Context: an optimization exercise on an open-source flow, tuned for small area, a short achievable clock period and few clock cycles. The choices shown serve that exercise and are no tape-out recipe. Where RTL was checked, it was by simulation tests only, not by an equivalence proof against the original.

==> job 3037: inputs <==
## arc_detector
module arc_detector (
    input  wire        clk,
    input  wire        rst,         
    input  wire [14:0] depth,       
    input  wire [14:0] alpha,       
    input  wire [14:0] floor_q,     
    input  wire [5:0]  confirm,     
    input  wire [15:0] holdoff,     
    input  wire [7:0]  limit,       
    input  wire [15:0] learn,       
    input  wire        latch_in,    
    input  wire        s_valid,
    input  wire [15:0] s_data,      
    input  wire        s_clr,       
    output wire        s_ready,
    output reg         r_valid,
    output reg         r_evt,       
    output reg         r_inh,       
    output reg         r_latch,     
    output reg  [31:0] r_arcs       
);
==> flow/config.mk <==
export PLATFORM = sky130hd
export DESIGN_NAME = arc_detector
export DESIGN_NICKNAME = arc_detector
export VERILOG_FILES = /design/flow/design.v
export SDC_FILE = /design/flow/constraint.sdc
export NUM_CORES = 4
export LEC_CHECK = 0
export CAP_MARGIN = 20
export CORE_MARGIN = 2
export CORE_UTILIZATION = 55
export SLEW_MARGIN = 20
==> flow/constraint.sdc <==
create_clock -name core_clock -period 14.0 [get_ports {clk}]
set_input_delay 2.8000 -clock core_clock [delete_from_list [all_inputs] [get_ports {clk}]]
set_output_delay 2.8000 -clock core_clock [all_outputs]
set_load 0.01 [all_outputs]
standard.sh (not shown) runs the stock make flow with config.mk's settings and CLKGATE_MAP_FILE= SYNTH_SCRIPT=/design/flow/synth_recipe.tcl, a recipe that flattens the netlist after the stock synthesis.
==> flow/flow/run.sh <==
#!/bin/bash
# The standard layout, with timing repair asked to leave setup slack so that
# the design runs well below the fixed clock period.
set -euo pipefail
bash standard.sh SETUP_SLACK_MARGIN=8 finish > standard.log 2>&1
==> inputs of job 5660, as changes to job 3037 <==
--- a/flow/design.v
+++ b/flow/design.v
@@ -16,44 +16,53 @@
     output reg         r_valid,
     output reg         r_evt,       
     output reg         r_inh,       
     output reg         r_latch,     
     output reg  [31:0] r_arcs       
 );
     localparam [10:0] POLL_LAST = 11'd1999;    
-    assign s_ready = 1'b1;
     reg               va, vb;
     reg  signed [15:0] xa;
     reg               x15;           
     reg               ca, clr;
     reg        [15:0] dq;            
     reg        [14:0] alpha_r;
     reg        [14:0] d_r;           
     wire       [15:0] dq_next;
+    wire              stall;
+    assign s_ready = ~stall;
     always @(posedge clk) begin
-        va      <= s_valid & ~rst;
-        xa      <= s_data;
-        ca      <= s_clr;
-        vb      <= va & ~rst;
-        x15     <= xa[15];
-        clr     <= ca;
-        dq      <= dq_next;
+        if (rst) begin
+            va <= 1'b0;
+            vb <= 1'b0;
+        end else if (!stall) begin
+            va <= s_valid;
+            vb <= va;
+        end
+        if (!stall) begin
+            xa  <= s_data;
+            ca  <= s_clr;
+            x15 <= xa[15];
+            clr <= ca;
+        end
+        dq      <= stall ? {x15, {15{~x15}}} : dq_next;
         alpha_r <= alpha;
         d_r     <= depth;
     end
-    wire xv = vb;
+    wire xv = vb & ~stall;
     reg signed [30:0] b;
     reg        [15:0] c;
     reg               m_hold, m_learn;
     reg        [10:0] poll;
     wire signed [15:0] bq = b[30:15];
     wire [14:0] bq_u = b[29:15];
     wire above_floor = ~b[30] & (b[29:15] >= floor_q);
     wire ovf = (x15 ^ b[30]) & (dq[15] ^ x15);
-    wire [15:0] s = ovf ? {x15, {15{~x15}}} : dq;
+    assign stall = vb & ovf;
+    wire [15:0] s = dq;
     wire ba_one0 = alpha_r[0] ^ 1'b0;
     wire ba_two0 = (alpha_r[1] & ~alpha_r[0] & ~1'b0) | (~alpha_r[1] & alpha_r[0] & 1'b0);
     wire ba_neg0 = alpha_r[1];
     wire ba_one1 = alpha_r[2] ^ alpha_r[1];
     wire ba_two1 = (alpha_r[3] & ~alpha_r[2] & ~alpha_r[1]) | (~alpha_r[3] & alpha_r[2] & alpha_r[1]);
     wire ba_neg1 = alpha_r[3];
     wire ba_one2 = alpha_r[4] ^ alpha_r[3];
==> flow/flow/run.sh (replaced) <==
#!/bin/bash
# The standard layout, with timing repair asked to leave setup slack so that
# the design runs well below the fixed clock period.
set -euo pipefail
bash standard.sh SETUP_SLACK_MARGIN=6 finish > standard.log 2>&1
==> summary of the runs <==
- In job 5660 the synthesized cell count is higher than in job 3037, by about 2%.
- Between job 3037 and job 5660, the lower sequential share of layout area is in job 3037 (gap 1.7 points).
- Flip-flop and latch count is the same in job 5660 and job 3037.
- In job 3037 the via count is higher than in job 5660, by about 3.3%.
- In clock skew, job 3037 and job 5660 hardly differ.
- Final area: job 5660 is smaller than job 3037 (9.6%).
- Between job 5660 and job 3037, the lower final cell count is in job 5660 (gap 2.6%, measured against job 3037).
Testbench counts of job 5660, summed over its fixed seeds: cycles 192,024.
Function not checked in job 3037: the RTL went through the layout flow alone.

what the ideal ports hide:
The results above use ideal ports. As a check the final layouts listed here were re-extracted and re-timed, cells and wires unchanged. Step 1 (the two cells are an assumption about what drives the block):
set clk [get_ports {clk}]
set_driving_cell -lib_cell sky130_fd_sc_hd__clkbuf_16 $clk
set_driving_cell -lib_cell sky130_fd_sc_hd__buf_2 [delete_from_list [all_inputs] $clk]
Step 2, shift: input delay + t, output delay - t, t = (earliest + latest rising clock arrival at the registers) / 2. This alone moves slack from input paths to output paths. Slacks: ideal / step 1 / step 2; pairs: ideal / step 1.
| run | t, ns | setup slack, ns | clock arrival spread, ns |
|---|---|---|---|
| job 3037 | 0.546 | 7.544 / 7.544 / 7.463 | 0.020 / 0.019 |
| job 5660 | 0.565 | 6.346 / 6.346 / 6.346 | 0.018 / 0.017 |
After both steps setup and hold are still met in every run listed. For job 3037, which loses most, drivers alone change the setup slack by 0.000 ns; drivers and shift together by -0.081 ns.
